Source: an optimization exercise on an open RTL-to-GDS flow (aim: small area, a short achievable clock period and few clock cycles). Production flows keep margins and buffers that such runs may drop. Function was checked by simulation only, so behaviour that the tests miss may differ from the original. Power figures rest on the tool's default switching activity, not on a simulated workload.

==> 12-09: inputs <==
Design logic_core, start of the top module:
module logic_core (
    input  wire        clk,
    input  wire        rst,
    input  wire        start,
    input  wire        cold,
    input  wire        rate_hi,
    input  wire [13:0] scan_ticks,
    output reg         done,
    output wire [13:0] imem_addr,
    input  wire [31:0] imem_rdata,
    output wire [11:0] bra_addr,
    input  wire        bra_data,
    output wire [11:0] brb_addr,
    input  wire        brb_data,
    output wire        bw_en,
    output wire [11:0] bw_addr,
    output wire        bw_data,
    output wire [11:0] wra_addr,
    input  wire [31:0] wra_data,
    output wire [11:0] wrb_addr,
    input  wire [31:0] wrb_data,
    output wire        ww_en,
    output wire [11:0] ww_addr,
    output wire [31:0] ww_data,
    output wire [7:0]  st_addr,
    input  wire [33:0] st_rdata,
    output wire        st_we,
    output wire [33:0] st_wdata
);
    localparam OP_NOP   = 6'h00, OP_MOVB = 6'h01, OP_NOTB = 6'h02, OP_AND  = 6'h03,
               OP_OR    = 6'h04, OP_XOR  = 6'h05, OP_SETB = 6'h06, OP_CLRB = 6'h07,
               OP_SETP  = 6'h08, OP_ANDP = 6'h09, OP_ORP  = 6'h0A, OP_NOTP = 6'h0B,
               OP_STP   = 6'h0C, OP_REDGE= 6'h0D, OP_FEDGE= 6'h0E,
               OP_MOV   = 6'h10, OP_MOVI = 6'h11, OP_ADD  = 6'h12, OP_SUB  = 6'h13,
               OP_MUL   = 6'h14, OP_DIV  = 6'h15, OP_ANDW = 6'h16, OP_ORW  = 6'h17,
               OP_XORW  = 6'h18,
               OP_EQ    = 6'h28, OP_LT   = 6'h29, OP_LE   = 6'h2A,
               OP_TON   = 6'h30, OP_TOF  = 6'h31, OP_TP   = 6'h32, OP_CTU  = 6'h33,
               OP_CTD   = 6'h34, OP_JMP  = 6'h3E, OP_END  = 6'h3F;
    localparam X_EX  = 3'd0, X_MUL = 3'd1, X_DIV = 3'd2, X_DIVF = 3'd3,
               X_TIM = 3'd4, X_TIMF = 3'd5;
    reg        run;          
    reg        r_v;          
    reg [13:0] pc;           
    reg [31:0] ir;
    reg [11:0] wa_r, wb_r;   
    reg        h2;           
    reg [7:0]  st_idx;       
    reg        cold_r;
    reg        rate_r;
    reg [13:0] scan_r;
    reg        x_v;
    reg [2:0]  xst;
    reg [5:0]  xop;
    reg [1:0]  xp;
    reg [11:0] xd;           
    reg [11:0] xsx;          
    reg        xbd, xbs, xf0, xf1;
    reg [31:0] xwd;          
    reg [31:0] xws;          
    reg        pr;
    reg [11:0] annul;
    reg [31:0] acc;          
  ...
Settings: LEC_CHECK=0, ABC_AREA=1, CAP_MARGIN=20, CORE_MARGIN=2, CORE_UTILIZATION=40, SLEW_MARGIN=20; clock period 22.0 ns.
standard.sh (not shown) runs the stock make flow with config.mk's settings and CLKGATE_MAP_FILE= SYNTH_SCRIPT=/design/flow/synth_recipe.tcl, a recipe that flattens the netlist after the stock synthesis.
==> flow/flow/run.sh <==
#!/bin/bash
# The standard layout (bash standard.sh) with two changes to how ORFS
# builds it; the SDC, the clock period and every other setting stay the standard flow's.
#  - repair_timing is asked to leave extra setup slack (SETUP_SLACK_MARGIN,
#    in ns), so that the layout's paths come out shorter than the clock
#    period requires;
#  - the port buffers that global placement inserts on every input and
#    output are buf_2 cells instead of ORFS's default delay buffers.
set -euo pipefail
export SETUP_SLACK_MARGIN=16.5
export BUFFER_PORTS_ARGS="-buffer_cell sky130_fd_sc_hd__buf_2"
bash standard.sh > standard.log 2>&1
==> inputs of 09-23, as changes to 12-09 <==
--- a/flow/design.v
+++ b/flow/design.v
@@ -50,16 +50,17 @@
     reg        rate_r;
     reg [13:0] scan_r;
     reg        x_v;
     reg [2:0]  xst;
     reg [5:0]  xop;
     reg [1:0]  xp;
     reg [11:0] xd;           
     reg [11:0] xsx;          
+    reg [7:0]  x_idx;
     reg        xbd, xbs, xf0, xf1;
     reg [31:0] xwd;          
     reg [31:0] xws;          
     reg        pr;
     reg [11:0] annul;
     reg [31:0] acc;          
     reg [31:0] q;            
     reg [4:0]  idx;          
@@ -222,17 +223,17 @@
     wire [31:0] t_thr    = rate_r ? 32'd30923765 : 32'd10307922;
     wire [31:0] t_lim    = t_thr - {18'd0, scan_r};
     wire        t_sat    = t_base >= t_lim;
     wire [4:0]  t_msb    = msb32(t_base | {18'd0, scan_r});
     wire [4:0]  t_top    = (t_msb == 5'd31) ? 5'd15 : ((t_msb + 5'd1) >> 1);
     wire        t_long   = (xop == OP_TON && xbs) || (xop == OP_TOF && !xbs && xf1) ||
                            (xop == OP_TP && tp_run);
     wire [14:0] t_step   = tl(rate_r, trem, q[{idx[3:0], 1'b0} +: 2]);
-    wire [31:0] t_et     = acc;      
+    wire [31:0] t_et     = qneg ? 32'h7FFF_FFFF : acc;
     wire        cnt_edge = xbs && !xf0 && !cold_r;
     wire        cnt_dn   = (xop == OP_CTD);
     wire [31:0] cv_pm    = xwd + {{31{cnt_dn}}, 1'b1};
     wire        cv_move  = cnt_edge && (xwd != {cnt_dn, {31{!cnt_dn}}});
     wire [31:0] cv_new   = cv_move ? cv_pm : xwd;
     reg  [32:0] add_a, add_b;
     reg         add_c;
     always @(*) begin
@@ -471,30 +472,30 @@
                 x_v <= 1'b0;
                 run <= 1'b0;
             end else if (x_fin || !x_v) begin
                 x_v <= r_adv;
             end
             if (r_adv && r_owned)
                 st_idx <= st_idx + 8'd1;
             if (!run) begin
-                ir     <= imem_rdata;
-                wa_r   <= imem_rdata[23:12];
-                wb_r   <= imem_rdata[11:0];
-                cold_r <= cold;
-                rate_r <= rate_hi;
-                scan_r <= scan_ticks;
                 if (start) begin
                     run    <= 1'b1;
                     r_v    <= 1'b1;
+                    ir     <= imem_rdata;
+                    wa_r   <= imem_rdata[23:12];
+                    wb_r   <= imem_rdata[11:0];
                     pc     <= (imem_rdata[31:26] == OP_END) ? 14'd0 : 14'd1;
                     h2     <= 1'b0;
                     pr     <= 1'b0;
                     annul  <= 12'd0;
                     st_idx <= 8'd0;
+                    cold_r <= cold;
+                    rate_r <= rate_hi;
+                    scan_r <= scan_ticks;
                 end
             end else if (need2) begin
                 wa_r <= imem_rdata[23:12];
                 wb_r <= imem_rdata[11:0];
                 pc  <= pc + 14'd1;
                 h2  <= 1'b1;
             end else if (r_adv) begin
                 if (r_op == OP_END) begin
@@ -508,35 +509,36 @@
                 end
             end
         end
     end
     always @(posedge clk) begin
         w_bdat  <= e_bdat;
         w_baddr <= xd;
         w_waddr <= x_waddr;
-        w_saddr <= st_idx - 8'd1;    
+        w_saddr <= x_idx;
         w_sflg  <= e_sdat[33:32];
         case (xst)
             X_EX: if (xe) begin
                 if (xop == OP_MUL) begin
                     acc <= 32'd0;
                     idx <= {1'b0, m_top};
                 end
                 if (xop == OP_DIV) begin
                     acc  <= 32'd0;
                     q    <= (d_zero || q_zero) ? 32'd0 : sum[31:0];
                     idx  <= 5'd31;
                     qneg <= a_neg ^ d_neg && !(d_zero || q_zero);
                 end
                 if (is_timer) begin
-                    acc  <= t_sat ? 32'h7FFF_FFFF : 32'd0;
+                    acc  <= 32'd0;
                     trem <= 4'd0;
                     q    <= t_newc;
                     idx  <= t_top;
+                    qneg <= t_sat;
                 end
             end
             X_MUL: begin
                 acc <= sum[31:0];
                 idx <= idx - 5'd1;
             end
             X_DIV: begin
                 acc <= lt ? {acc[30:0], q[31]} : sum[31:0];
@@ -557,16 +559,17 @@
             acc <= e_wdat;
         if (e_sen && xst == X_EX)
             q <= e_sdat[31:0];
         if (r_adv) begin
             xop   <= r_op;
             xp    <= ir[25:24];
             xd    <= r_fd;
             xsx   <= r_tc ? wa_r : r_fs;
+            x_idx <= st_idx;
             xbd   <= bra_data;
             xbs   <= brb_data;
             xwd   <= r_timer ? st_rdata[31:0] : wra_data;
             xws   <= wrb_data;
             xf0   <= st_rdata[32];
             xf1   <= st_rdata[33];
         end
     end
==> flow/flow/run.sh (replaced) <==
#!/bin/bash
# The standard layout (bash standard.sh) with two changes to how ORFS
# builds it; the SDC, the clock period and every other setting stay the standard flow's.
#  - repair_timing is asked to leave extra setup slack (SETUP_SLACK_MARGIN,
#    in ns), so that the layout's paths come out shorter than the clock
#    period requires;
#  - the port buffers that global placement inserts on every input and
#    output are buf_2 cells instead of ORFS's default delay buffers.
set -euo pipefail
export SETUP_SLACK_MARGIN=15
export BUFFER_PORTS_ARGS="-buffer_cell sky130_fd_sc_hd__buf_2"
bash standard.sh > standard.log 2>&1
==> notes <==
Against 12-09, the power of 09-23 is higher by about 45%.
Between 09-23 and 12-09, the lower sequential share of layout area is in 12-09 (gap 2.3 points).
In 12-09 the die area is smaller than in 09-23, by about 3.4%.
Between 12-09 and 09-23, the lower register-to-register slack is in 09-23 (gap 0.43 ns).
Of 12-09 and 09-23, 09-23 has the higher synthesized cell count (gap 4.8%, measured against 09-23).
Of 12-09 and 09-23, 09-23 has the higher clock skew (gap 0.025 ns).
Against 09-23, the critical path depth of 12-09 is lower by 1.
Between 12-09 and 09-23, the lower setup slack is in 09-23 (gap 0.43 ns).
Between 12-09 and 09-23, the lower combinational power is in 12-09 (gap 56%, measured against 09-23).
Between 09-23 and 12-09, the lower clock-buffer cell count is in 09-23 (gap 2).
Testbench counts of 12-09, summed over its fixed seeds: cycles 335,913.
Testbench counts of 09-23, summed over its fixed seeds: cycles 335,913.

## separate check: timing with driven ports
Ports are ideal in the flow. The routed layouts listed here were re-timed in OpenROAD. Step 1 sets driving cells, clkbuf_16 on the clock port and buf_2 on the other inputs (assumed; they add their load-dependent delay and slew). Step 2 also shifts input and output timing later by t, the mid clock arrival at the registers, as if the neighbouring blocks saw the same clock. Slacks: no drivers / after step 1 / after step 2; pairs: no drivers / after step 1.
run	shift t [ns]	setup WS [ns]	worst setup path after step 2	latest minus earliest clock arrival (ns)	slew at the worst register clock pin (ns)
12-09	0.667	15.807 / 15.807 / 15.807	register to register	0.056 / 0.056	0.08 / 0.08
09-23	0.678	15.379 / 15.379 / 15.280	input to register	0.080 / 0.080	0.08 / 0.08
After both steps every run listed still meets setup and hold. For 09-23, which loses most, drivers alone change the setup slack by 0.000 ns; drivers and shift together by -0.099 ns.
